Background: an optimization exercise with open tools, aiming at small area, a short achievable clock period and few clock cycles. Do not read the settings as production practice.
In this exercise RTL edits were held to simulation tests only and were not proved equivalent to the original.
Power and IR drop assume default switching activity.

==> flow/config.mk <==
export PLATFORM = sky130hd
export DESIGN_NAME = awn_lane
export DESIGN_NICKNAME = awn_lane
export VERILOG_FILES = /design/flow/design.v
export SDC_FILE = /design/flow/constraint.sdc
export NUM_CORES = 4
export LEC_CHECK = 0
export CAP_MARGIN = 20
export CORE_MARGIN = 2
export CORE_UTILIZATION = 40
export SLEW_MARGIN = 20
==> flow/constraint.sdc <==
create_clock -name core_clock -period 22.0 [get_ports {clk}]
set_input_delay 4.4000 -clock core_clock [delete_from_list [all_inputs] [get_ports {clk}]]
set_output_delay 4.4000 -clock core_clock [all_outputs]
set_load 0.01 [all_outputs]
==> flow/design.v <==
module awn_lane (
    input  wire        clk,
    input  wire        rst,
    input  wire        start,
    output reg         done,
    output wire [9:0]  imem_addr,
    input  wire [31:0] imem_data,
    input  wire [63:0] in_bits,
    input  wire        wr_en,
    input  wire [1:0]  wr_sel,
    input  wire [3:0]  wr_addr,
    input  wire [31:0] wr_data,
    output wire [63:0] q_bits,
    output wire [63:0] sig,
    output wire [16:0] steps,
    output reg  [3:0]  cause
);
    localparam [3:0] CAUSE_END     = 4'h1;
    localparam [3:0] CAUSE_STACK   = 4'h2;
    localparam [3:0] CAUSE_ILLEGAL = 4'h4;
    localparam [5:0] OP_LD   = 6'h01, OP_AND  = 6'h02, OP_OR   = 6'h03, OP_XOR  = 6'h04;
    localparam [5:0] OP_ST   = 6'h05, OP_SET  = 6'h06, OP_RST  = 6'h07, OP_NOT  = 6'h08;
    localparam [5:0] OP_PSH  = 6'h10, OP_POP  = 6'h11, OP_RDS  = 6'h12, OP_POPA = 6'h13;
    localparam [5:0] OP_POPO = 6'h14, OP_POPX = 6'h15;
    localparam [5:0] OP_CTU  = 6'h1A, OP_CTD  = 6'h1B, OP_CRS  = 6'h1C, OP_CLD  = 6'h1D;
    localparam [5:0] OP_EDG  = 6'h1E;
    localparam [5:0] OP_LW   = 6'h20, OP_SW   = 6'h21, OP_ADD  = 6'h22, OP_SUB  = 6'h23;
    localparam [5:0] OP_MUL  = 6'h24, OP_ANDW = 6'h25, OP_ORW  = 6'h26, OP_XORW = 6'h27;
    localparam [5:0] OP_MIN  = 6'h28, OP_MAX  = 6'h29, OP_SEL  = 6'h2A;
    localparam [5:0] OP_CEQ  = 6'h2B, OP_CNE  = 6'h2C, OP_CLT  = 6'h2D, OP_CLE  = 6'h2E;
    localparam [5:0] OP_CGT  = 6'h2F, OP_CGE  = 6'h30;
    localparam [5:0] OP_SHL  = 6'h31, OP_SHR  = 6'h32, OP_ASR  = 6'h33;
    localparam [5:0] OP_NEGW = 6'h34, OP_ABS  = 6'h35, OP_LDL  = 6'h36;
    localparam [5:0] OP_JMP  = 6'h38, OP_JC   = 6'h39, OP_JNC  = 6'h3A;
    localparam [5:0] OP_NOP  = 6'h3E, OP_END  = 6'h3F;
    reg  [63:0] q_r;
    reg  [63:0] m_r;
    reg  [31:0] w_r   [0:15];
    reg  [31:0] k_r   [0:7];
    reg  [31:0] cv_r  [0:7];
    reg  [7:0]  in_u_r;
    reg  [7:0]  in_d_r;
    reg  [15:0] prev_r;
    reg  [31:0] scan_no;
    reg         first_r;
    reg  [63:0] in_r;              
    reg         hw_en;
    reg  [1:0]  hw_sel;
    reg  [3:0]  hw_addr;
    reg  [31:0] hw_data;
    reg         running;
    reg         ba;
    reg  [31:0] wa;
    reg  [15:0] stk;
    reg  [4:0]  depth;
    reg         ov;
    reg         first_scan;
    reg  [63:0] crc;
    reg  [10:0] nsteps;
    reg  [10:0] fa;                
    reg         fv;                
    reg  [10:0] pa;                
    reg         pv;
    reg  [31:0] ir;
    reg  [10:0] ir_pc;
    reg         ir_v;
    reg         ir_lit;            
    reg         ir_pred;           
    reg  [3:0]  ir_wi;             
    reg  [5:0]  e_op;
    reg  [2:0]  e_sp;
    reg         e_n;
    reg  [9:0]  e_lo;              
    reg  [10:0] e_pc;
    reg         e_v;
    reg         e_lit;
    reg         e_legal;
    reg         e_pred;
    reg  [3:0]  e_wi;
    reg  [31:0] opw;               
    reg         opb;               
    reg  [31:0] opk;               
    reg         e_sub, e_neg, e_ctu, e_ctd;
    reg  [12:0] e_wc;              
    reg  [1:0]  mcnt;
    reg  [41:0] macc_s;            
    reg  [41:0] macc_c;
    reg         mcy_r;             
    reg  [23:0] mlo;
    reg         ovm;               
    assign q_bits    = q_r;
    assign sig       = crc;
    assign steps     = {6'd0, nsteps};
    assign imem_addr = fa[9:0];
    integer i;
    function [47:0] ks_add;
        input [47:0] a;
        input [47:0] b;
        input        cin;
        reg   [47:0] g, p, p0;
        integer d;
        begin
            p0 = a ^ b;
            g  = a & b;
            p  = p0;
            g[0] = g[0] | (p[0] & cin);
            for (d = 1; d < 48; d = d * 2) begin
                g = g | (p & (g << d));
                p = p & ((p << d) | ((48'd1 << d) - 48'd1));
            end
            ks_add = p0 ^ {g[46:0], cin};
        end
    endfunction
    function [83:0] csa;
        input [41:0] a;
        input [41:0] b;
        input [41:0] c;
        begin
            csa = {a ^ b ^ c, (((a & b) | (a & c) | (b & c)) << 1)};
        end
    endfunction
    wire        ex     = running & e_v;
    wire        e_past = e_pc[10];
    wire        norm   = ex & ~e_past & ~e_lit & e_legal;
    wire        is_mul = (e_op == OP_MUL);
    wire        stall  = norm & is_mul & (mcnt != 2'd3);
    wire        is_ctu = e_ctu;
    wire        is_ctd = e_ctd;
    wire [2:0]  e_cn   = e_lo[2:0];
    wire [31:0] wx     = opw;
    reg [15:0] sysbits;
    always @(*) begin
        sysbits = 16'd0;
        sysbits[0] = 1'b1;
        sysbits[2] = first_scan;
        sysbits[3] = ov_now;
    end
    wire bx = (e_sp == 3'd6) ? (sysbits[e_lo[3:0]] ^ e_n) :
              (e_sp == 3'd5) ? (cnt_ge ^ e_n) : opb;
    wire        cnt_inc = ba & ~in_u_r[e_cn] & (opw != 32'h7FFF_FFFF);
    wire        cnt_dec = ba & ~in_d_r[e_cn] & (opw != 32'h8000_0000);
    wire [47:0] cv_pm48 = ks_add({16'd0, opw}, {16'd0, {31{is_ctd}}, 1'b1}, 1'b0);
    wire [31:0] cv_pm   = cv_pm48[31:0];
    reg  [31:0] cv_new;
    always @(*) begin
        cv_new = opw;
        case (e_op)
            OP_CTU: if (cnt_inc) cv_new = cv_pm;
            OP_CTD: if (cnt_dec) cv_new = cv_pm;
            OP_CRS: if (ba) cv_new = 32'd0;
            OP_CLD: if (ba) cv_new = wa;
            default: ;
        endcase
    end
    wire [47:0] cnt_d   = ks_add({15'd0, opw[31], opw}, {15'd0, ~opk[31], ~opk}, 1'b1);
    wire        cnt_ge0 = ~cnt_d[32];
    wire        cnt_m1  = &((opw ^ opk) ~^ {opw[30:0] & ~opk[30:0], 1'b1});
    wire        cnt_z   = (opw == opk);                
    wire        cnt_ge  = is_ctu ? (cnt_ge0 | (cnt_inc & cnt_m1)) :
                          is_ctd ? (cnt_ge0 & ~(cnt_dec & cnt_z)) : cnt_ge0;
    wire        is_neg  = e_neg;
    wire        sub     = e_sub;
    wire [31:0] add_a   = is_neg ? ~wa : wa;
    wire [31:0] add_b   = is_neg ? 32'd0 : (sub ? ~wx : wx);
    wire [47:0] sum48   = ks_add({16'd0, add_a}, {16'd0, add_b}, sub | is_neg);
    wire [31:0] sum     = sum48[31:0];
    wire        add_ovf = (add_a[31] == add_b[31]) && (sum[31] != add_a[31]);
    wire        lt      = sum[31] ^ add_ovf;              
    wire        eq      = (wa == wx);
    wire        neg_ov  = (wa == 32'h8000_0000);
    wire [7:0]  mch     = (mcnt == 2'd0) ? wa[7:0] :
                          (mcnt == 2'd1) ? wa[15:8] :
                          (mcnt == 2'd2) ? wa[23:16] : wa[31:24];
    wire        mfirst  = (mcnt == 2'd0);
    wire        mlast   = (mcnt == 2'd3);
    wire [47:0] mlow48  = ks_add({40'd0, macc_s[7:0]}, {40'd0, macc_c[7:0]}, ~mfirst & mcy_r);
    wire [8:0]  mlow    = mlow48[8:0];
    wire [41:0] mx      = {10'd0, opw};
    wire [41:0] ms_in   = mfirst ? 42'd0 : {8'd0, macc_s[41:8]};
    wire [41:0] mc_in   = mfirst ? 42'd0 : {8'd0, macc_c[41:8]};
    wire        cor_a   = mlast & opw[31];
    wire        cor_b   = mlast & wa[31];
    wire [41:0] mcor_a  = cor_a ? {~{2'b00, wa},  8'hFF} : 42'd0;    
    wire [41:0] mcor_b  = cor_b ? {~{2'b00, opw}, 8'hFF} : 42'd0;    
    wire [41:0] pp0 = mch[0] ? mx        : 42'd0;
    wire [41:0] pp1 = mch[1] ? mx << 1   : 42'd0;
    wire [41:0] pp2 = (mch[2] ? mx << 2 : 42'd0) | {40'd0, 1'b0, cor_a};
    wire [41:0] pp3 = (mch[3] ? mx << 3 : 42'd0) | {41'd0, cor_b};
    wire [41:0] pp4 = mch[4] ? mx << 4   : 42'd0;
    wire [41:0] pp5 = mch[5] ? mx << 5   : 42'd0;
    wire [41:0] pp6 = mch[6] ? mx << 6   : 42'd0;
    wire [41:0] pp7 = mch[7] ? mx << 7   : 42'd0;
    wire [83:0] t1a = csa(pp0, pp1, pp2);
    wire [83:0] t1b = csa(pp3, pp4, pp5);
    wire [83:0] t1c = csa(pp6, pp7, ms_in);
    wire [83:0] t1d = csa(mc_in, mcor_a, mcor_b);
    wire [83:0] t2a = csa(t1a[83:42], t1a[41:0], t1b[83:42]);
    wire [83:0] t2b = csa(t1b[41:0], t1c[83:42], t1c[41:0]);
    wire [83:0] t2c = csa(t1d[83:42], t1d[41:0], 42'd0);
    wire [83:0] t3a = csa(t2a[83:42], t2a[41:0], t2b[83:42]);
    wire [83:0] t3b = csa(t2b[41:0], t2c[83:42], t2c[41:0]);
    wire [83:0] t4  = csa(t3a[83:42], t3a[41:0], t3b[83:42]);
    wire [83:0] t5  = csa(t4[83:42], t4[41:0], t3b[41:0]);
    wire [41:0] msum_s = t5[83:42];
    wire [41:0] msum_c = t5[41:0];
    wire [47:0] mtop48 = ks_add({40'd0, msum_s[7:0]}, {40'd0, msum_c[7:0]}, mlow[8]);
    wire [7:0]  mtop   = mtop48[7:0];
    wire [31:0] mul_lo = {mtop, mlow[7:0], mlo[23:8]};
    wire [47:0] mhi48  = ks_add({6'd0, macc_s}, {6'd0, macc_c}, mcy_r);
    wire        mul_ov = ~((mhi48[39:7] == {33{1'b0}}) | (mhi48[39:7] == {33{1'b1}}));
    wire        ov_now = ovm ? mul_ov : ov;
    localparam WC_LW = 0, WC_SUM = 1, WC_ABS = 2, WC_AND = 3, WC_OR = 4, WC_XOR = 5,
               WC_MIN = 6, WC_MAX = 7, WC_SEL = 8, WC_SHL = 9, WC_SHR = 10, WC_ASR = 11,
               WC_MUL = 12;
    wire [12:0] wc = e_wc & {13{norm}};
    wire [31:0] wa_alu =
          ({32{wc[WC_LW]}}  & wx)
        | ({32{wc[WC_SUM]}} & sum)
        | ({32{wc[WC_ABS]}} & (wa[31] ? sum : wa))
        | ({32{wc[WC_AND]}} & (wa & wx))
        | ({32{wc[WC_OR]}}  & (wa | wx))
        | ({32{wc[WC_XOR]}} & (wa ^ wx))
        | ({32{wc[WC_MIN]}} & (lt ? wa : wx))
        | ({32{wc[WC_MAX]}} & (lt ? wx : wa))
        | ({32{wc[WC_SEL]}} & (ba ? wa : wx))
        | ({32{wc[WC_SHL]}} & (wa << e_lo[4:0]))
        | ({32{wc[WC_SHR]}} & (wa >> e_lo[4:0]))
        | ({32{wc[WC_ASR]}} & $unsigned($signed(wa) >>> e_lo[4:0]))
        | ({32{wc[WC_MUL] & mlast}} & mul_lo);
    wire        wa_keep = ~(|wc) | (wc[WC_MUL] & ~mlast);
    wire        wa_lit  = ex & ~e_past & e_lit;
    wire [31:0] n_wa    = wa_lit ? opw : (wa_keep ? wa : wa_alu);
    reg         n_ba;
    reg  [15:0] n_stk;
    reg  [4:0]  n_depth;
    reg         n_ov;
    reg         close;
    reg  [3:0]  close_cause;
    reg         fold;
    reg  [63:0] rw0;
    reg  [31:0] rw1;
    reg         bst_en, bst_val, wst_en, cv_we, inu_we, ind_we, edg_we;
    reg         e_redirect;
    always @(*) begin
        n_ba        = ba;
        n_stk       = stk;
        n_depth     = depth;
        n_ov        = ov_now;
        close       = 1'b0;
        close_cause = CAUSE_END;
        fold        = 1'b0;
        rw0         = 64'd0;
        rw1         = 32'd0;
        bst_en      = 1'b0;
        bst_val     = 1'b0;
        wst_en      = 1'b0;
        cv_we       = 1'b0;
        inu_we      = 1'b0;
        ind_we      = 1'b0;
        edg_we      = 1'b0;
        e_redirect  = 1'b0;
        if (!ex) begin
        end else if (e_past) begin
            close       = 1'b1;
            close_cause = CAUSE_ILLEGAL;
        end else if (e_lit) begin
        end else if (!e_legal) begin
            close       = 1'b1;
            close_cause = CAUSE_ILLEGAL;
        end else begin
            case (e_op)
                OP_LD:  n_ba = bx;
                OP_AND: n_ba = ba & bx;
                OP_OR:  n_ba = ba | bx;
                OP_XOR: n_ba = ba ^ bx;
                OP_ST, OP_SET, OP_RST: begin
                    if (e_op == OP_ST) begin
                        bst_en  = 1'b1;
                        bst_val = ba ^ e_n;
                    end else begin
                        bst_en  = ba;
                        bst_val = (e_op == OP_SET);
                    end
                    fold = 1'b1;
                    rw0  = {4'h4, e_sp, 48'd0, e_wi, e_lo[4:0]};
                    rw1  = {31'd0, bst_en & bst_val};
                end
                OP_NOT: n_ba = ~ba;
                OP_PSH: begin
                    if (depth[4]) begin
                        close       = 1'b1;
                        close_cause = CAUSE_STACK;
                    end else begin
                        n_stk   = {stk[14:0], ba};
                        n_depth = depth + 5'd1;
                    end
                end
                OP_POP, OP_RDS, OP_POPA, OP_POPO, OP_POPX: begin
                    if (depth == 5'd0) begin
                        close       = 1'b1;
                        close_cause = CAUSE_STACK;
                    end else begin
                        case (e_op)
                            OP_POP, OP_RDS: n_ba = stk[0];
                            OP_POPA:        n_ba = ba & stk[0];
                            OP_POPO:        n_ba = ba | stk[0];
                            default:        n_ba = ba ^ stk[0];
                        endcase
                        if (e_op != OP_RDS) begin
                            n_stk   = {1'b0, stk[15:1]};
                            n_depth = depth - 5'd1;
                        end
                    end
                end
                OP_CTU, OP_CTD, OP_CRS, OP_CLD: begin
                    cv_we  = 1'b1;
                    inu_we = is_ctu;
                    ind_we = is_ctd;
                    if (is_ctu | is_ctd) n_ba = cnt_ge;
                    fold   = 1'b1;
                    rw0    = {4'h6, 2'd1, 55'd0, e_cn};
                    rw1    = cv_new;
                end
                OP_EDG: begin
                    n_ba   = (e_lo[3] == 1'b0) ? (ba & ~prev_r[e_lo[3:0]]) : (prev_r[e_lo[3:0]] & ~ba);
                    edg_we = 1'b1;
                    fold   = 1'b1;
                    rw0    = {4'h6, 2'd2, 54'd0, e_lo[3:0]};
                    rw1    = {31'd0, ba};
                end
                OP_SW: begin
                    wst_en = 1'b1;
                    fold   = 1'b1;
                    rw0    = {4'h5, e_sp, 53'd0, e_wi};
                    rw1    = wa;
                end
                OP_ADD, OP_SUB: n_ov = add_ovf;
                OP_CEQ:  n_ba = eq;
                OP_CNE:  n_ba = !eq;
                OP_CLT:  n_ba = lt;
                OP_CLE:  n_ba = lt | eq;
                OP_CGT:  n_ba = !(lt | eq);
                OP_CGE:  n_ba = !lt;
                OP_NEGW, OP_ABS: n_ov = neg_ov;
                OP_JMP, OP_JC, OP_JNC: begin
                    if ((e_op == OP_JMP) | ((e_op == OP_JC) & ba) | ((e_op == OP_JNC) & ~ba)) begin
                        e_redirect = ~e_pred;
                        fold = 1'b1;
                        rw0  = {4'h7, 50'd0, e_lo};
                        rw1  = {22'd0, e_pc[9:0]};
                    end
                end
                OP_END: begin
                    close       = 1'b1;
                    close_cause = CAUSE_END;
                end
                default: ;
            endcase
        end
        if (close) begin
            fold = 1'b1;
            rw0  = {4'hF, 16'd0, close_cause, 29'd0, nsteps + 11'd1};
            rw1  = scan_no;
        end
    end
    wire [63:0] fold_u = crc ^ rw0;
    wire [31:0] fold_v = rw1;
    wire [63:0] fold_out;
    assign fold_out[0] = ^(fold_u & 64'hB3AD0999BB0E6640) ^ ^(fold_v & 32'h172963D5);
    assign fold_out[1] = ^(fold_u & 64'hD4F71AAACD12AAC1) ^ ^(fold_v & 32'h397BA47F);
    assign fold_out[2] = ^(fold_u & 64'hA9EE35559A255583) ^ ^(fold_v & 32'h72F748FE);
    assign fold_out[3] = ^(fold_u & 64'h53DC6AAB344AAB06) ^ ^(fold_v & 32'hE5EE91FC);
    assign fold_out[4] = ^(fold_u & 64'h1415DCCFD39B304D) ^ ^(fold_v & 32'hDCF4402D);
    assign fold_out[5] = ^(fold_u & 64'h282BB99FA736609B) ^ ^(fold_v & 32'hB9E8805A);
    assign fold_out[6] = ^(fold_u & 64'h5057733F4E6CC136) ^ ^(fold_v & 32'h73D100B4);
    assign fold_out[7] = ^(fold_u & 64'h1303EFE727D7E42D) ^ ^(fold_v & 32'hF08B62BD);
    assign fold_out[8] = ^(fold_u & 64'h2607DFCE4FAFC85A) ^ ^(fold_v & 32'hE116C57A);
    assign fold_out[9] = ^(fold_u & 64'hFFA2B6052451F6F5) ^ ^(fold_v & 32'hD504E921);
    assign fold_out[10] = ^(fold_u & 64'h4CE86593F3AD8BAA) ^ ^(fold_v & 32'hBD20B197);
    assign fold_out[11] = ^(fold_u & 64'h99D0CB27E75B1755) ^ ^(fold_v & 32'h7A41632E);
    assign fold_out[12] = ^(fold_u & 64'h800C9FD675B848EB) ^ ^(fold_v & 32'hE3ABA589);
    assign fold_out[13] = ^(fold_u & 64'hB3B43635507EF797) ^ ^(fold_v & 32'hD07E28C7);
    assign fold_out[14] = ^(fold_u & 64'h67686C6AA0FDEF2F) ^ ^(fold_v & 32'hA0FC518E);
    assign fold_out[15] = ^(fold_u & 64'hCED0D8D541FBDE5F) ^ ^(fold_v & 32'h41F8A31C);
    assign fold_out[16] = ^(fold_u & 64'h9DA1B1AA83F7BCBE) ^ ^(fold_v & 32'h83F14638);
    assign fold_out[17] = ^(fold_u & 64'h88EE6ACCBCE11F3D) ^ ^(fold_v & 32'h10CBEFA5);
    assign fold_out[18] = ^(fold_u & 64'h11DCD59979C23E7A) ^ ^(fold_v & 32'h2197DF4A);
    assign fold_out[19] = ^(fold_u & 64'h9014A2AB488A1AB4) ^ ^(fold_v & 32'h5406DD41);
    assign fold_out[20] = ^(fold_u & 64'h2029455691143569) ^ ^(fold_v & 32'hA80DBA82);
    assign fold_out[21] = ^(fold_u & 64'hF3FF833499260C92) ^ ^(fold_v & 32'h473216D1);
    assign fold_out[22] = ^(fold_u & 64'h54520FF089427F65) ^ ^(fold_v & 32'h994D4E77);
    assign fold_out[23] = ^(fold_u & 64'h1B091678A98A988A) ^ ^(fold_v & 32'h25B3FF3B);
    assign fold_out[24] = ^(fold_u & 64'h85BF2568E81B5755) ^ ^(fold_v & 32'h5C4E9DA3);
    assign fold_out[25] = ^(fold_u & 64'h0B7E4AD1D036AEAB) ^ ^(fold_v & 32'hB89D3B46);
    assign fold_out[26] = ^(fold_u & 64'h16FC95A3A06D5D56) ^ ^(fold_v & 32'h713A768C);
    assign fold_out[27] = ^(fold_u & 64'h9E5422DEFBD4DCED) ^ ^(fold_v & 32'hF55D8ECD);
    assign fold_out[28] = ^(fold_u & 64'h3CA845BDF7A9B9DA) ^ ^(fold_v & 32'hEABB1D9A);
    assign fold_out[29] = ^(fold_u & 64'hCAFD82E2545D15F5) ^ ^(fold_v & 32'hC25F58E1);
    assign fold_out[30] = ^(fold_u & 64'h95FB05C4A8BA2BEB) ^ ^(fold_v & 32'h84BEB1C2);
    assign fold_out[31] = ^(fold_u & 64'h985B0210EA7A3197) ^ ^(fold_v & 32'h1E540051);
    assign fold_out[32] = ^(fold_u & 64'h831B0DB86FFA056F) ^ ^(fold_v & 32'h2B816377);
    assign fold_out[33] = ^(fold_u & 64'hB59B12E964FA6C9F) ^ ^(fold_v & 32'h402BA53B);
    assign fold_out[34] = ^(fold_u & 64'h6B3625D2C9F4D93F) ^ ^(fold_v & 32'h80574A76);
    assign fold_out[35] = ^(fold_u & 64'h65C1423C28E7D43E) ^ ^(fold_v & 32'h1787F739);
    assign fold_out[36] = ^(fold_u & 64'hCB82847851CFA87C) ^ ^(fold_v & 32'h2F0FEE72);
    assign fold_out[37] = ^(fold_u & 64'h24A80169189136B8) ^ ^(fold_v & 32'h4936BF31);
    assign fold_out[38] = ^(fold_u & 64'hFAFD0B4B8A2C0B31) ^ ^(fold_v & 32'h85441DB7);
    assign fold_out[39] = ^(fold_u & 64'h46571F0EAF567023) ^ ^(fold_v & 32'h1DA158BB);
    assign fold_out[40] = ^(fold_u & 64'h3F033784E5A28607) ^ ^(fold_v & 32'h2C6BD2A3);
    assign fold_out[41] = ^(fold_u & 64'h7E066F09CB450C0F) ^ ^(fold_v & 32'h58D7A546);
    assign fold_out[42] = ^(fold_u & 64'hFC0CDE13968A181E) ^ ^(fold_v & 32'hB1AF4A8C);
    assign fold_out[43] = ^(fold_u & 64'hF819BC272D14303C) ^ ^(fold_v & 32'h635E9518);
    assign fold_out[44] = ^(fold_u & 64'hF033784E5A286078) ^ ^(fold_v & 32'hC6BD2A30);
    assign fold_out[45] = ^(fold_u & 64'h53CBF9050F5EA6B0) ^ ^(fold_v & 32'h9A5337B5);
    assign fold_out[46] = ^(fold_u & 64'h143AFB93A5B32B21) ^ ^(fold_v & 32'h238F0CBF);
    assign fold_out[47] = ^(fold_u & 64'h9BD8FEBEF0683003) ^ ^(fold_v & 32'h50377AAB);
    assign fold_out[48] = ^(fold_u & 64'h37B1FD7DE0D06007) ^ ^(fold_v & 32'hA06EF556);
    assign fold_out[49] = ^(fold_u & 64'h6F63FAFBC1A0C00E) ^ ^(fold_v & 32'h40DDEAAC);
    assign fold_out[50] = ^(fold_u & 64'hDEC7F5F78341801D) ^ ^(fold_v & 32'h81BBD558);
    assign fold_out[51] = ^(fold_u & 64'hBD8FEBEF0683003A) ^ ^(fold_v & 32'h0377AAB0);
    assign fold_out[52] = ^(fold_u & 64'hC8B2DE47B6086635) ^ ^(fold_v & 32'h11C636B5);
    assign fold_out[53] = ^(fold_u & 64'h22C8B516D71EAA2B) ^ ^(fold_v & 32'h34A50EBF);
    assign fold_out[54] = ^(fold_u & 64'hF63C63B415333217) ^ ^(fold_v & 32'h7E637EAB);
    assign fold_out[55] = ^(fold_u & 64'h5FD5CEF19168026F) ^ ^(fold_v & 32'hEBEF9E83);
    assign fold_out[56] = ^(fold_u & 64'hBFAB9DE322D004DF) ^ ^(fold_v & 32'hD7DF3D06);
    assign fold_out[57] = ^(fold_u & 64'hCCFA325FFEAE6FFE) ^ ^(fold_v & 32'hB89719D9);
    assign fold_out[58] = ^(fold_u & 64'h99F464BFFD5CDFFD) ^ ^(fold_v & 32'h712E33B2);
    assign fold_out[59] = ^(fold_u & 64'h33E8C97FFAB9BFFA) ^ ^(fold_v & 32'hE25C6764);
    assign fold_out[60] = ^(fold_u & 64'h67D192FFF5737FF4) ^ ^(fold_v & 32'hC4B8CEC8);
    assign fold_out[61] = ^(fold_u & 64'hCFA325FFEAE6FFE8) ^ ^(fold_v & 32'h89719D90);
    assign fold_out[62] = ^(fold_u & 64'h2CEB42666EC39990) ^ ^(fold_v & 32'h05CA58F5);
    assign fold_out[63] = ^(fold_u & 64'h59D684CCDD873320) ^ ^(fold_v & 32'h0B94B1EA);
    reg [31:0] bst_word;
    always @(*) begin
        bst_word = opw;
        bst_word[e_lo[4:0]] = bst_val;
    end
    wire [31:0] st_data = bst_en ? bst_word : wa;
    wire        st_any  = bst_en | wst_en;
    wire [47:0] scan_inc = ks_add({16'd0, scan_no}, 48'd0, 1'b1);
    wire [5:0]  op     = ir[31:26];
    wire [2:0]  space  = ir[25:23];
    wire        ninv   = ir[22];
    wire [16:0] bidx   = ir[16:0];
    wire [15:0] widx   = ir[15:0];
    wire [11:0] objn   = ir[11:0];
    wire [15:0] target = ir[15:0];
    wire        r_past = ir_pc[10];
    wire fmt_b_ok  = (ir[21:17] == 5'd0);
    wire fmt_w_ok  = (ir[22:16] == 7'd0);
    wire fmt_o_ok  = (ir[25:12] == 14'd0);
    wire fmt_j_ok  = (ir[25:16] == 10'd0);
    wire fmt_s_ok  = (ir[25:5]  == 21'd0);
    wire fmt_n_ok  = (ir[25:0]  == 26'd0);
    reg bit_rd_ok;
    always @(*) begin
        case (space)
            3'd0, 3'd1, 3'd2: bit_rd_ok = (bidx[16:6] == 11'd0);
            3'd3:             bit_rd_ok = (bidx[16:9] == 8'd0);
            3'd5:             bit_rd_ok = (bidx[16:3] == 14'd0);
            3'd6:             bit_rd_ok = (bidx < 17'd12);
            default:          bit_rd_ok = 1'b0;
        endcase
    end
    reg bit_st_ok;
    always @(*) begin
        case (space)
            3'd1, 3'd2: bit_st_ok = (bidx[16:6] == 11'd0);
            3'd3:       bit_st_ok = (bidx[16:9] == 8'd0);
            default:    bit_st_ok = 1'b0;
        endcase
    end
    reg word_rd_ok;
    always @(*) begin
        case (space)
            3'd0, 3'd1, 3'd2: word_rd_ok = (widx[15:1] == 15'd0);
            3'd3:             word_rd_ok = (widx[15:4] == 12'd0);
            3'd4, 3'd6:       word_rd_ok = (widx[15:3] == 13'd0);
            3'd7:             word_rd_ok = 1'b1;
            default:          word_rd_ok = 1'b0;
        endcase
    end
    reg word_st_ok;
    always @(*) begin
        case (space)
            3'd1, 3'd2: word_st_ok = (widx[15:1] == 15'd0);
            3'd3:       word_st_ok = (widx[15:4] == 12'd0);
            default:    word_st_ok = 1'b0;
        endcase
    end
    reg legal;
    always @(*) begin
        case (op)
            OP_LD, OP_AND, OP_OR, OP_XOR:
                legal = fmt_b_ok && bit_rd_ok;
            OP_ST:
                legal = fmt_b_ok && bit_st_ok;
            OP_SET, OP_RST:
                legal = fmt_b_ok && !ninv && bit_st_ok;
            OP_NOT, OP_PSH, OP_POP, OP_RDS, OP_POPA, OP_POPO, OP_POPX,
            OP_NEGW, OP_ABS, OP_NOP, OP_END:
                legal = fmt_n_ok;
            OP_LDL:
                legal = fmt_n_ok && (ir_pc[9:0] != 10'd1023);
            OP_CTU, OP_CTD, OP_CRS, OP_CLD:
                legal = fmt_o_ok && (objn[11:3] == 9'd0);
            OP_EDG:
                legal = fmt_o_ok && (objn[11:4] == 8'd0);
            OP_SW:
                legal = fmt_w_ok && word_st_ok;
            OP_LW, OP_ADD, OP_SUB, OP_MUL, OP_ANDW, OP_ORW, OP_XORW,
            OP_MIN, OP_MAX, OP_SEL, OP_CEQ, OP_CNE, OP_CLT, OP_CLE, OP_CGT, OP_CGE:
                legal = fmt_w_ok && word_rd_ok;
            OP_SHL, OP_SHR, OP_ASR:
                legal = fmt_s_ok;
            OP_JMP, OP_JC, OP_JNC:
                legal = fmt_j_ok && (target[15:10] == 6'd0) && (target[9:0] > ir_pc[9:0]);
            default:
                legal = 1'b0;
        endcase
    end
    wire        fwd_st = st_any & (e_sp == space) &
                         ((space == 3'd3) ? (e_wi == ir_wi) : (e_wi[0] == ir_wi[0]));
    wire        fwd_cv = cv_we & (e_cn == ir[2:0]);
    wire [31:0] cv_sel = fwd_cv ? cv_new : cv_r[ir[2:0]];
    wire [31:0] k_sel  = k_r[ir[2:0]];
    reg [31:0] ow_raw;
    always @(*) begin
        case (space)
            3'd0:    ow_raw = ir_wi[0] ? in_r[63:32] : in_r[31:0];
            3'd1:    ow_raw = ir_wi[0] ? q_r[63:32]  : q_r[31:0];
            3'd2:    ow_raw = ir_wi[0] ? m_r[63:32]  : m_r[31:0];
            3'd3:    ow_raw = w_r[ir_wi];
            3'd4:    ow_raw = k_sel;
            3'd5:    ow_raw = cv_sel;
            3'd6:    ow_raw = cv_sel;
            3'd7:    ow_raw = {{16{ir[15]}}, ir[15:0]};
            default: ow_raw = 32'd0;
        endcase
    end
    wire [31:0] ow = fwd_st ? st_data : ow_raw;
    wire        r_cnt  = (op[5:3] == 3'b011);                  
    wire        r_bit  = ow[ir[4:0]];
    wire [31:0] r_opw  = ir_lit ? ir : (r_cnt ? cv_sel : ow);
    reg [12:0] r_wc;
    always @(*) begin
        r_wc = 13'd0;
        case (op)
            OP_LW:                   r_wc[WC_LW]  = 1'b1;
            OP_ADD, OP_SUB, OP_NEGW: r_wc[WC_SUM] = 1'b1;
            OP_ABS:                  r_wc[WC_ABS] = 1'b1;
            OP_ANDW:                 r_wc[WC_AND] = 1'b1;
            OP_ORW:                  r_wc[WC_OR]  = 1'b1;
            OP_XORW:                 r_wc[WC_XOR] = 1'b1;
            OP_MIN:                  r_wc[WC_MIN] = 1'b1;
            OP_MAX:                  r_wc[WC_MAX] = 1'b1;
            OP_SEL:                  r_wc[WC_SEL] = 1'b1;
            OP_SHL:                  r_wc[WC_SHL] = 1'b1;
            OP_SHR:                  r_wc[WC_SHR] = 1'b1;
            OP_ASR:                  r_wc[WC_ASR] = 1'b1;
            OP_MUL:                  r_wc[WC_MUL] = 1'b1;
            default: ;
        endcase
    end
    wire r_ok       = running & ir_v & ~ir_lit & ~r_past & legal;
    wire lit_next   = r_ok & (op == OP_LDL);
    wire [5:0] d_op  = imem_data[31:26];
    wire       d_jmp = pv & (d_op == OP_JMP) & ~lit_next & ~stall & ~e_redirect & ~close;
    wire        hw_m  = hw_en & (hw_sel == 2'd0);
    wire        hw_w  = hw_en & (hw_sel == 2'd1);
    wire        hw_k  = hw_en & (hw_sel == 2'd2);
    wire        hw_cv = hw_en & (hw_sel == 2'd3);
    wire [31:0] wd_st = hw_en ? hw_data : st_data;
    wire [31:0] wd_cv = hw_en ? hw_data : cv_new;
    reg  [1:0]  q_we, m_we;
    reg  [15:0] w_we;
    reg  [7:0]  k_we, cv_wen;
    always @(*) begin
        for (i = 0; i < 2; i = i + 1) begin
            q_we[i] = st_any & (e_sp == 3'd1) & (e_wi[0] == i);
            m_we[i] = (st_any & (e_sp == 3'd2) & (e_wi[0] == i)) | (hw_m & (hw_addr[0] == i));
        end
        for (i = 0; i < 16; i = i + 1)
            w_we[i] = (st_any & (e_sp == 3'd3) & (e_wi == i)) | (hw_w & (hw_addr == i));
        for (i = 0; i < 8; i = i + 1) begin
            k_we[i]   = hw_k & (hw_addr[2:0] == i);
            cv_wen[i] = (cv_we & (e_cn == i)) | (hw_cv & (hw_addr[2:0] == i));
        end
    end
    always @(posedge clk) begin
        in_r <= in_bits;
        hw_sel  <= wr_sel;
        hw_addr <= wr_addr;
        hw_data <= wr_data;
        if (rst) begin
            hw_en       <= 1'b0;
            running     <= 1'b0;
            done        <= 1'b0;
            ba          <= 1'b0;
            wa          <= 32'd0;
            stk         <= 16'd0;
            depth       <= 5'd0;
            ov          <= 1'b0;
            first_scan  <= 1'b0;
            first_r     <= 1'b1;
            crc         <= 64'd0;
            nsteps      <= 11'd0;
            scan_no     <= 32'd0;
            cause       <= 4'd0;
            q_r         <= 64'd0;
            m_r         <= 64'd0;
            in_u_r      <= 8'd0;
            in_d_r      <= 8'd0;
            prev_r      <= 16'd0;
            for (i = 0; i < 16; i = i + 1) w_r[i] <= 32'd0;
            for (i = 0; i < 8; i = i + 1) begin
                k_r[i]  <= 32'd0;
                cv_r[i] <= 32'd0;
            end
            fa      <= 11'd0;
            fv      <= 1'b0;
            pa      <= 11'd0;
            pv      <= 1'b0;
            ir      <= 32'd0;
            ir_pc   <= 11'd0;
            ir_v    <= 1'b0;
            ir_lit  <= 1'b0;
            ir_pred <= 1'b0;
            ir_wi   <= 4'd0;
            e_op    <= 6'd0;
            e_sp    <= 3'd0;
            e_n     <= 1'b0;
            e_lo    <= 10'd0;
            e_pc    <= 11'd0;
            e_v     <= 1'b0;
            e_lit   <= 1'b0;
            e_legal <= 1'b0;
            e_pred  <= 1'b0;
            e_wi    <= 4'd0;
            opw     <= 32'd0;
            opb     <= 1'b0;
            opk     <= 32'd0;
            e_sub   <= 1'b0;
            e_neg   <= 1'b0;
            e_ctu   <= 1'b0;
            e_ctd   <= 1'b0;
            e_wc    <= 13'd0;
            mcnt    <= 2'd0;
            macc_s  <= 42'd0;
            macc_c  <= 42'd0;
            mcy_r   <= 1'b0;
            mlo     <= 24'd0;
            ovm     <= 1'b0;
        end else begin
          hw_en <= wr_en & ~running;
          for (i = 0; i < 2; i = i + 1) begin
              if (q_we[i]) q_r[32*i +: 32] <= st_data;
              if (m_we[i]) m_r[32*i +: 32] <= wd_st;
          end
          for (i = 0; i < 16; i = i + 1)
              if (w_we[i]) w_r[i] <= wd_st;
          for (i = 0; i < 8; i = i + 1) begin
              if (k_we[i])  k_r[i]  <= hw_data;
              if (cv_wen[i]) cv_r[i] <= wd_cv;
          end
          if (!running) begin
            done <= 1'b0;
            if (start) begin
                running     <= 1'b1;
                ba          <= 1'b0;
                wa          <= 32'd0;
                stk         <= 16'd0;
                depth       <= 5'd0;
                ov          <= 1'b0;
                ovm         <= 1'b0;
                first_scan  <= first_r;
                first_r     <= 1'b0;
                crc         <= 64'hFFFF_FFFF_FFFF_FFFF;
                nsteps      <= 11'd0;
                scan_no     <= scan_inc[31:0];
                fa          <= 11'd1;
                fv          <= 1'b1;
                pa          <= 11'd0;
                pv          <= 1'b1;
                ir_v        <= 1'b0;
                e_v         <= 1'b0;
                mcnt        <= 2'd0;
            end
          end else begin
            if (ex & ~stall) nsteps <= nsteps + 11'd1;
            ba    <= n_ba;
            wa    <= n_wa;
            stk   <= n_stk;
            depth <= n_depth;
            ov    <= n_ov;
            ovm   <= norm & is_mul & (mcnt == 2'd3);
            if (fold) crc <= fold_out;
            if (inu_we) in_u_r[e_cn] <= ba;
            if (ind_we) in_d_r[e_cn] <= ba;
            if (edg_we) prev_r[e_lo[3:0]] <= ba;
            if (norm & is_mul) begin
                mcnt   <= mcnt + 2'd1;
                macc_s <= msum_s;
                macc_c <= msum_c;
                mcy_r  <= ~mfirst & mlow[8];
                mlo    <= {mlow[7:0], mlo[23:8]};
            end
            pa <= fa;
            pv <= fv;
            if (close) begin
                running <= 1'b0;
                done    <= 1'b1;
                cause   <= close_cause;
                fa      <= 11'd0;
                fv      <= 1'b0;
                pv      <= 1'b0;
                ir_v    <= 1'b0;
                e_v     <= 1'b0;
            end else if (stall) begin
                if (mcnt == 2'd0) begin
                    if (pv) fa <= pa;
                end else if (mcnt == 2'd2) begin
                    fa <= fa + 11'd1;
                end
            end else begin
                e_op    <= op;
                e_sp    <= space;
                e_n     <= ninv;
                e_lo    <= ir[9:0];
                e_pc    <= ir_pc;
                e_v     <= ir_v;
                e_lit   <= ir_lit;
                e_legal <= legal;
                e_pred  <= ir_pred;
                e_wi    <= ir_wi;
                opw     <= r_opw;
                opb     <= r_bit ^ ninv;
                opk     <= k_sel;
                e_neg   <= (op == OP_NEGW) | (op == OP_ABS);
                e_sub   <= (op != OP_ADD) & (op != OP_NEGW) & (op != OP_ABS);
                e_ctu   <= (op == OP_CTU);
                e_ctd   <= (op == OP_CTD);
                e_wc    <= r_wc;
                ir      <= imem_data;
                ir_pc   <= pa;
                ir_lit  <= lit_next;
                ir_pred <= d_jmp;
                ir_wi   <= (d_op[5:3] == 3'd0) ? imem_data[8:5] : imem_data[3:0];
                if (e_redirect) begin
                    e_v  <= 1'b0;
                    ir_v <= 1'b0;
                    pv   <= 1'b0;
                    fa   <= {1'b0, e_lo};
                    fv   <= 1'b1;
                end else if (d_jmp) begin
                    ir_v <= pv;
                    pv   <= 1'b0;
                    fa   <= {1'b0, imem_data[9:0]};
                    fv   <= 1'b1;
                end else begin
                    ir_v <= pv;
                    fa   <= fa + 11'd1;
                end
            end
          end
        end
    end
endmodule
==> flow/flow/run.sh <==
#!/bin/bash
# The standard layout (standard.sh: unchanged synthesis, floorplan, placement,
# CTS, routing), with one change: ORFS's timing repair aims at a setup margin of
# 16 ns on the 22 ns clock, i.e. it sizes and buffers the design for a ~6 ns
# cycle instead of stopping as soon as the 22 ns clock is met.
# The make output of every step goes to flow_make.log here; ORFS keeps each
# tool's own log under orfs/logs/.
set -uo pipefail
bash standard.sh SETUP_SLACK_MARGIN=16 finish > flow_make.log 2>&1
==> flow/standard.sh <==
#!/bin/bash
# synth_recipe.tcl (not shown) runs the flow's synth.tcl, then flattens the netlist and writes it again
# the make line also repeats each setting of config.mk as NAME=value (left out here)
make -C /OpenROAD-flow-scripts/flow DESIGN_CONFIG=/design/flow/config.mk WORK_HOME=/design/flow/orfs CLKGATE_MAP_FILE= SYNTH_SCRIPT=/design/flow/synth_recipe.tcl "${@:-finish}"
==> results of run 1 <==
## power groups by stage
stage	clock (mW)	sequential, mW	combinational (mW)
5_1_grt	3.89	3.29	4.50
3_5_place_dp	0	3.36	4.14
3_3_place_gp	0	3.36	4.16
2_1_floorplan	0	3.32	2.73
4_1_cts	3.77	3.29	4.26
6_report	3.75	3.29	4.46
## metal layers
layer | vias to the layer above | wire (um)
met5 | - | 111
met4 | 22 | 60700
met3 | 2240 | 71700
met2 | 7653 | 239000
met1 | 54900 | 216000
li1 | 49500 | -
## metrics by stage
stage / cell area, um^2 / hold slack, ns / worst slack, ns / power [mW]
6_report: 135000 / 0.447 / 15.81 / 11.5
5_1_grt: 135000 / 0.461 / 15.75 / 11.7
4_1_cts: 133000 / 0.448 / 15.91 / 11.3
3_5_place_dp: 123000 / 0.441 / 13.97 / 7.50
3_3_place_gp: 123000 / 0.435 / 13.95 / 7.53
2_1_floorplan: 116000 / 0.426 / 16.03 / 6.05
## cells in the mapped netlist, types with 66 or more instances
library cell,count
nor2b_1,131
mux2_2,67
fa_1,344
xnor2_1,1057
ha_1,307
a211oi_1,720
inv_1,448
a22oi_1,150
mux2i_1,297
nand3_1,165
nor4_1,66
xor2_1,338
nor3_1,145
o21ai_0,477
a22o_1,82
a221oi_1,136
clkbuf_1,1002
dfxtp_1,1753
nand4_1,74
buf_1,111
nand2_1,2116
o22ai_1,96
nor2_1,1666
a21oi_1,1328
## final cells by class
type / count / area share
Multi-Input combinational cell: 11000 / 0.569
Sequential cell: 1753 / 0.262
Timing Repair Buffer: 966 / 0.0665
Clock buffer: 268 / 0.0425
Tap cell: 3781 / 0.0350
Inverter: 457 / 0.0129
Clock inverter: 103 / 0.0111
Antenna cell: 16 / 0.000296
## sequential cells by signal, indices dropped and copies added, names as in the netlist, 13 cells and up
signal	cells
w_r	512
cv_r	256
k_r	256
crc	64
in_r	64
m_r	64
q_r	64
macc_s	42
macc_c	40
hw_data	32
ir	32
opk	32
opw	32
scan_no	32
wa	32
mlo	16
prev_r	16
stk	16
e_wc	13
## logic make-up (layout without fill, tap and decap cells)
family / Yosys count / after routing
flops: 1753 / 1753
fa+ha+maj: 651 / 651
xor+xnor: 1512 / 1512
compound gates: 3682 / 3682
buf+inv: 1625 / 1794
simple gates: 4686 / 4687
other cells: 1 / 23
mux: 423 / 423
## path summary, 6_finish.rpt
kind                           start                      end  slack [ns]  depth (start not counted)
max             e_lo[2]$_SDFFE_PP0P_         opb$_SDFFE_PP0P_       15.81                         15
min          cv_r[2][0]$_SDFFE_PP0P_  cv_r[2][0]$_SDFFE_PP0P_        0.45                          2
max reg2reg     e_lo[2]$_SDFFE_PP0P_         opb$_SDFFE_PP0P_       15.81                         15
min reg2reg  cv_r[2][0]$_SDFFE_PP0P_  cv_r[2][0]$_SDFFE_PP0P_        0.45                          2
## timing repair
action	4_1_cts	5_1_grt
gates resized for setup	762	234
cloned	8	4
buffers inserted	106	87
setup endpoints to repair	816	429
pin swaps	54	91
## worst register-to-register path, cell delays in order, from the launching register on
cell	delay, ns
dfxtp_2	0.66
mux4_2	0.39
mux2_2	0.37
a2111oi_2	0.62
o21ai_2	0.12
buf_4	0.27
o31ai_4	0.73
o21ai_0	0.58
o211ai_1	0.34
a31oi_1	0.27
mux4_2	0.54
a21oi_1	0.45
a2111o_1	0.20
o221ai_1	0.18
xor2_1	0.20
a211oi_1	0.25
==> run_results.csv, run 1 <==
group,metric,value,unit
run_status,status,"finished clean",
global_route,overflow,0,
clocking,tritoncts,"yes",
cells_and_area,utilization,0.470,
synthesis,ys.flop_type,"dfxtp_1",
timing,max_freq,0.162,GHz
power_and_ir_drop,p_leak,48.5,nW
global_route,grt_first_pass_wirelength,812,mm
critical_path,cp_common_cell,"mux4_2",
flow_run,cap_violations,0,
route,dr.pass1.iters,9,
die,start_util,0.402,
cells_and_area,layout-drive-gt1-share,0.131,
route,drt-total-wl,588,mm
timing,finalHoldViolCount,0,
cells_and_area,final_cells,18300,
synthesis,yosys.area.top_type,"dfxtp_1",
route,drc_errors,0,
critical_path,critPathLaunchType,"flop",
die,dieWidth,541,um
synthesis,synth_area_leaders,"dfxtp_1 30%, xnor2_1 8.0%, nand2_1 6.9%",
global_route,grt-busiest-layer,"met2",
synthesis,synthAdderAreaFrac,0.0929,
die,die_area,293000,um^2
power_and_ir_drop,p_sw,4.34,mW
power_and_ir_drop,power_frac_seq,0.286,
critical_path,cpPeakStageDelay,0.71,ns
critical_path,path_cells,"mux4_2, mux2_2, a2111oi_2, o21ai_2, buf_4, o31ai_4, o21ai_0, o211ai_1, a31oi_1, mux4_2, a21oi_1, a2111o_1, o221ai_1, xor2_1, a211oi_1",
die,die_h,541,um
global_route,antenna_found_initial,39,
critical_path,worst-path-buf-inv,1,
timing,slew_headroom,0.0953,
clocking,hold_buffers,0,
cells_and_area,mostFrequentLayoutCells,"2105 x nand2_1, 1640 x nor2_1, 1597 x dfxtp_1",
route,dr.first_iter.drc_count,17100,
cells_and_area,ff_latch_area,35400,um^2
clocking,clk_latency,0.98,ns
power_and_ir_drop,p_comb_frac,0.388,
synthesis,synth_xor_area_frac,0.127,
synthesis,synth_edf_count,0,
synthesis,ys_async_sr_fraction,0,
critical_path,path_delay_family,"compound AO/OA/AOI/OAI gates",
placed_design,port_buffers,290,
synthesis,syn_area,116000,um^2
synthesis,synthMuxAreaShare,0.0437,
critical_path,crit_type,"reg -> reg",
synthesis,synth-seq-cells,1753,
clocking,clk_path_buf_depth,4,
clocking,numCtsBuffers,203,
timing,drv_slew,0,
timing,timing.final.crit_share,0.281,
power_and_ir_drop,power-per-cell-area,85.0,nW/um^2
critical_path,worstPathMaxFanout,23,
timing,worstMarginPinSlew,1.35,ns
cells_and_area,nFillCells,28500,
power_and_ir_drop,internal-power,7.15,mW
global_route,gr-usage-all-layers,0.384,
synthesis,ys_warn_count,4,
power_and_ir_drop,ir_drop,75.5,uV
clocking,clock_tree.root_cell,"clkbuf_16",
synthesis,synth_top_family_by_area,"compound AO/OA/AOI/OAI gates",
timing,fin_setup_tns,0,ns
die,num_rows,197,
critical_path,cpMaxStageDelayCell,"o31ai_4",
global_route,grt_use_met3,0.112,
clocking,clk_pin_slew_worst_paths,0.06,ns
synthesis,netlist_instances,14300,
route,vias,114000,
synthesis,syn_avg_cell_area,8.06,um^2
clocking,cts_num_sinks,1753,
synthesis,yosys.area.top_type_share,0.304,
route,antenna_left,0,
global_route,met2_usage,0.553,
cells_and_area,multi_input_area,77000,um^2
timing,finClkSkew,0.103,ns
power_and_ir_drop,clkPwrFrac,0.326,
placed_design,post-dp-hpwl,410,mm
timing,period_minus_slack,6.19,ns
placed_design,routabilityCongestion,1.10,
cells_and_area,area_delta_synth_final,17.0,%
die,io_pins,298,
critical_path,cp-end-kind,"flop",
synthesis,synth_cell_types,122,
global_route,grt_pass1_vias,105000,
timing,rsz0062_at_grt,"true",
route,post_drt_wl_per_cell,32.1,um
die,core_area,288000,um^2
cells_and_area,final_common_cell,"nand2_1",
synthesis,synthSimpleGateAreaFrac,0.171,
critical_path,required,22.85,ns
synthesis,yosysSeqAreaShare,0.304,
clocking,htree_levels,4,
cells_and_area,fin_nets,15100,
worst_hold_path,hp-class,"reg -> reg",
global_route,met1_usage,0.473,
route,routed_via_density,6.24,
power_and_ir_drop,swShare,0.378,
global_route,grt_max_degree,183,
placed_design,dp.cells,17700,
synthesis,synth_compound_area_frac,0.208,
timing,setup_violations,0,
critical_path,crit_arrival,7.03,ns
Testbench counts, summed over its fixed seeds: cycles 41,311.
==> run 2, diff against run 1 <==
--- a/flow/design.v
+++ b/flow/design.v
@@ -44,5 +44,4 @@
     reg  [31:0] scan_no;
     reg         first_r;
-    reg  [63:0] in_r;              
     reg         hw_en;
     reg  [1:0]  hw_sel;
@@ -87,4 +86,5 @@
     reg  [41:0] macc_c;
     reg         mcy_r;             
+    reg  [7:0]  mch_r;             
     reg  [23:0] mlo;
     reg         ovm;               
@@ -163,14 +163,14 @@
     wire [31:0] add_a   = is_neg ? ~wa : wa;
     wire [31:0] add_b   = is_neg ? 32'd0 : (sub ? ~wx : wx);
-    wire [47:0] sum48   = ks_add({16'd0, add_a}, {16'd0, add_b}, sub | is_neg);
-    wire [31:0] sum     = sum48[31:0];
+    wire [31:0] sum;
+    awn_add #(.W(32)) u_alu (.a(add_a), .b(add_b), .cin(sub | is_neg), .s(sum));
     wire        add_ovf = (add_a[31] == add_b[31]) && (sum[31] != add_a[31]);
     wire        lt      = sum[31] ^ add_ovf;              
     wire        eq      = (wa == wx);
     wire        neg_ov  = (wa == 32'h8000_0000);
-    wire [7:0]  mch     = (mcnt == 2'd0) ? wa[7:0] :
-                          (mcnt == 2'd1) ? wa[15:8] :
-                          (mcnt == 2'd2) ? wa[23:16] : wa[31:24];
     wire        mfirst  = (mcnt == 2'd0);
+    wire [7:0]  mch     = mfirst ? wa[7:0] : mch_r;
+    wire [7:0]  mch_nx  = (mcnt == 2'd0) ? wa[15:8] :
+                          (mcnt == 2'd1) ? wa[23:16] : wa[31:24];
     wire        mlast   = (mcnt == 2'd3);
     wire [47:0] mlow48  = ks_add({40'd0, macc_s[7:0]}, {40'd0, macc_c[7:0]}, ~mfirst & mcy_r);
@@ -528,5 +528,5 @@
     always @(*) begin
         case (space)
-            3'd0:    ow_raw = ir_wi[0] ? in_r[63:32] : in_r[31:0];
+            3'd0:    ow_raw = ir_wi[0] ? in_bits[63:32] : in_bits[31:0];
             3'd1:    ow_raw = ir_wi[0] ? q_r[63:32]  : q_r[31:0];
             3'd2:    ow_raw = ir_wi[0] ? m_r[63:32]  : m_r[31:0];
@@ -589,5 +589,4 @@
     end
     always @(posedge clk) begin
-        in_r <= in_bits;
         hw_sel  <= wr_sel;
         hw_addr <= wr_addr;
@@ -650,4 +649,5 @@
             macc_c  <= 42'd0;
             mcy_r   <= 1'b0;
+            mch_r   <= 8'd0;
             mlo     <= 24'd0;
             ovm     <= 1'b0;
@@ -704,4 +704,5 @@
                 macc_c <= msum_c;
                 mcy_r  <= ~mfirst & mlow[8];
+                mch_r  <= mch_nx;
                 mlo    <= {mlow[7:0], mlo[23:8]};
             end
@@ -767,2 +768,22 @@
     end
 endmodule
+module awn_add #(parameter W = 32) (
+    input  wire [W-1:0] a,
+    input  wire [W-1:0] b,
+    input  wire         cin,
+    output wire [W-1:0] s
+);
+    reg [W-1:0] g, p, p0;
+    integer d;
+    always @(*) begin
+        p0 = a ^ b;
+        g  = a & b;
+        p  = p0;
+        g[0] = g[0] | (p[0] & cin);
+        for (d = 1; d < W; d = d * 2) begin
+            g = g | (p & (g << d));
+            p = p & ((p << d) | ((1 << d) - 1));
+        end
+    end
+    assign s = p0 ^ {g[W-2:0], cin};
+endmodule
--- a/flow/config.mk
+++ b/flow/config.mk
@@ -6,6 +6,7 @@
 export NUM_CORES = 4
 export LEC_CHECK = 0
-export CAP_MARGIN = 20
+export CAP_MARGIN = 30
 export CORE_MARGIN = 2
 export CORE_UTILIZATION = 40
 export SLEW_MARGIN = 20
+export SYNTH_HIERARCHICAL = 1
==> run_results.csv, run 2 <==
group,metric,value,unit
synthesis,synth_edf_count,0,
critical_path,r2r_cells,15,
route,dr.first_iter.drc_count,16700,
timing,rsz0062_at_grt,"true",
cells_and_area,fin_nets,15200,
critical_path,endpoint,"crc[29]$_SDFFE_PP0P_",
cells_and_area,layout-drive-gt1-share,0.117,
timing,finalHoldViolCount,0,
timing,fin_ws,15.82,ns
critical_path,r2r-end,"crc[29]$_SDFFE_PP0P_",
critical_path,critPathLaunchType,"flop",
global_route,gr-usage-all-layers,0.406,
clocking,cts_num_sinks,1697,
synthesis,ys_warn_count,11,
placed_design,post-dp-hpwl,439,mm
cells_and_area,ff_latch_area,34200,um^2
global_route,antenna_found_initial,56,
clocking,htree_levels,4,
run_status,status,"finished clean",
critical_path,crit_arrival,6.91,ns
synthesis,ys_async_sr_fraction,0,
cells_and_area,final_common_cell,"nand2_1",
power_and_ir_drop,p_comb_frac,0.422,
synthesis,yosysSeqAreaShare,0.296,
route,vias,115000,
global_route,overflow,0,
power_and_ir_drop,power_frac_seq,0.278,
power_and_ir_drop,p_sw,4.55,mW
synthesis,yosys.area.top_type,"dfxtp_1",
cells_and_area,top_regs,"w_r: 512 flops, cv_r: 256 flops, k_r: 256 flops",
power_and_ir_drop,power-per-cell-area,86.1,nW/um^2
clocking,clk_path_buf_depth,4,
synthesis,netlist_instances,14500,
timing,hold-worst-slack,0.446,ns
placed_design,routabilityCongestion,1.09,
clocking,clock_tree.root_cell,"clkbuf_16",
synthesis,post-synth-top-count-cell,"nand2_1",
die,start_util,0.402,
synthesis,yosys.area.top_type_share,0.296,
timing,period_minus_slack,6.18,ns
cells_and_area,nFillCells,28500,
flow_run,cap_violations,0,
timing,drv_slew,0,
critical_path,cp-end-kind,"flop",
worst_hold_path,hold_path_startpoint,"first_r$_SDFFE_PP1P_",
timing,fin_setup_tns,0,ns
synthesis,synth_commonest_cells,"2065 x nand2_1, 1697 x dfxtp_1, 1697 x nor2_1, 1322 x a21oi_1, 1086 x xnor2_1",
cells_and_area,largest_reg_flops,512,
die,die_h,540,um
power_and_ir_drop,internal-power,6.87,mW
cells_and_area,mostFrequentLayoutCells,"2057 x nand2_1, 1677 x nor2_1, 1578 x dfxtp_1",
timing,setup_violations,0,
timing,timing.final.crit_share,0.281,
route,antenna_left,0,
die,dieWidth,540,um
power_and_ir_drop,fin_total_pwr,11.4,mW
critical_path,required,22.74,ns
critical_path,startpoint,"opw[5]$_SDFFE_PP0P_",
power_and_ir_drop,clkPwrFrac,0.299,
critical_path,worstPathMaxFanout,15,
clocking,hold_buffers,0,
route,drt-total-wl,615,mm
clocking,tritoncts,"yes",
global_route,grt_pass1_vias,104000,
placed_design,port_buffers,290,
clocking,clk_latency,0.93,ns
route,routed_via_density,6.24,
timing,finClkSkew,0.0964,ns
synthesis,syn_area,115000,um^2
route,dr.pass1.iters,9,
power_and_ir_drop,p_leak,47.3,nW
cells_and_area,area_delta_synth_final,15.4,%
die,io_pins,298,
cells_and_area,multi_input_area,76600,um^2
critical_path,r2r_setup_slack,15.82,ns
power_and_ir_drop,swShare,0.398,
route,drc_errors,0,
synthesis,ys.flop_type,"dfxtp_1",
die,num_rows,196,
synthesis,syn_avg_cell_area,7.94,um^2
timing,slew_headroom,0.109,
cells_and_area,regMostFlops,"w_r",
global_route,grt_first_pass_wirelength,847,mm
synthesis,synth_area_leaders,"dfxtp_1 30%, xnor2_1 8.3%, nand2_1 6.7%",
clocking,clk_pin_slew_worst_paths,0.06,ns
global_route,grt_max_degree,155,
timing,max_freq,0.162,GHz
synthesis,synth-seq-cells,1697,
timing,worstMarginPinSlew,1.34,ns
critical_path,crit_type,"reg -> reg",
worst_hold_path,hp-class,"reg -> reg",
clocking,numCtsBuffers,200,
die,core_area,285000,um^2
synthesis,synth_cell_types,128,
critical_path,reg2reg_from,"opw[5]$_SDFFE_PP0P_",
die,die_area,292000,um^2
placed_design,preCtsSetupSlack,13.57,ns
power_and_ir_drop,ir_drop,64.5,uV
route,post_drt_wl_per_cell,33.5,um
[run 2: how the worst min path moves through the flow]
stage / cells after the start / to
detailed placement: 2 / first_r$_SDFFE_PP1P_
global route: 2 / first_r$_SDFFE_PP1P_
CTS: 2 / first_r$_SDFFE_PP1P_
finish: 2 / first_r$_SDFFE_PP1P_
global placement: 2 / first_r$_SDFFE_PP1P_
floorplan: 2 / first_r$_SDFFE_PP1P_
[run 2: kinds of logic after synthesis]
| kind of cell | count (synthesis) | synth area share |
|---|---|---|
| compound gates | 3821 | 0.218 |
| xor+xnor | 1566 | 0.128 |
| fa+ha+maj | 651 | 0.0933 |
| buf+inv | 1645 | 0.0555 |
| flops | 1697 | 0.296 |
| mux | 372 | 0.0366 |
| other cells | 1 | 0.0000326 |
| simple gates | 4710 | 0.173 |
[run 2: final cells by class]
type | count | share of cell area
Inverter | 450 | 0.0129
Clock buffer | 287 | 0.0435
Antenna cell | 34 | 0.000642
Multi-Input combinational cell | 11100 | 0.578
Tap cell | 3762 | 0.0355
Timing Repair Buffer | 961 | 0.0658
Clock inverter | 66 | 0.00570
Sequential cell | 1697 | 0.258
[run 2: critical path, cell delays in order (launching register included)]
cell and delay (ns):
dfxtp_1 0.62, buf_4 0.47, ha_1 0.42, o311ai_0 0.94, mux2i_1 0.18, o221ai_1 0.27
a22oi_2 0.09, buf_4 0.23, xnor2_4 0.48, xnor3_1 0.54, xnor2_1 0.69, xnor2_2 0.25
mux2i_1 0.23, o22ai_1 0.08, a21o_1 0.17, a2111oi_2 0.33
[run 2: repair_timing]
item / in CTS / in global routing
resized for setup: 607 / 137
pin swaps: 23 / 35
gates cloned: 8 / 3
setup endpoints to repair: 1290 / 620
setup buffers: 44 / 41
[run 2: metrics by stage]
step / cells / area (um^2) / util
6_report: 18400 / 133000 / 0.465
5_1_grt: 18400 / 133000 / 0.464
4_1_cts: 18300 / 131000 / 0.460
3_5_place_dp: 17900 / 123000 / 0.431
3_3_place_gp: 17800 / 123000 / 0.430
2_1_floorplan: 14500 / 115000 / -
[run 2: power groups by stage]
stage | Clock, mW | Sequential [mW] | Combinational (mW)
floorplan | 0 | 3.21 | 2.88
finish | 3.42 | 3.18 | 4.82
global placement | 0 | 3.25 | 4.53
CTS | 3.43 | 3.18 | 4.58
detailed placement | 0 | 3.25 | 4.48
global route | 3.56 | 3.18 | 4.88
[run 2: layer usage]
layer  GRT usage  up-vias  part of all wire
met5     0.00115        -           0.00098
met4       0.273       48             0.078
met3       0.125     1674              0.12
met2       0.572     7087              0.41
met1       0.528    55900              0.40
li1            -    50000                 -
Testbench counts of run 2, summed over its fixed seeds: cycles 41,311.

afterwards: timing with drivers on the ports:
How much do the figures lean on ideal ports? The routed layouts below were timed once more, with nothing changed but the port constraints. Step 1 assumes that a clkbuf_16 drives the clock port and a buf_2 every other input. Step 2 moves the port delays by t, midway between the first and last clock arrival at a register: inputs arrive t later, outputs are due t later. That takes back most of the time a late clock gives input paths. a / b / c = ideal ports / drivers / drivers and shift; a / b = the first two.
| run | t, ns | setup WS [ns] | worst setup path at the end | slew at the worst register clock pin (ns) | cell pins on the clock port's net |
|---|---|---|---|---|---|
| run 1 | 1.036 | 15.813 / 15.813 / 15.026 | input to register | 0.08 / 0.08 | 1 |
| run 2 | 0.990 | 15.821 / 15.821 / 14.929 | input to register | 0.07 / 0.07 | 1 |
After both steps every run listed still meets setup and hold. The setup slack of run 2, which loses most, moves by 0.000 ns with the drivers and by -0.892 ns with both steps.
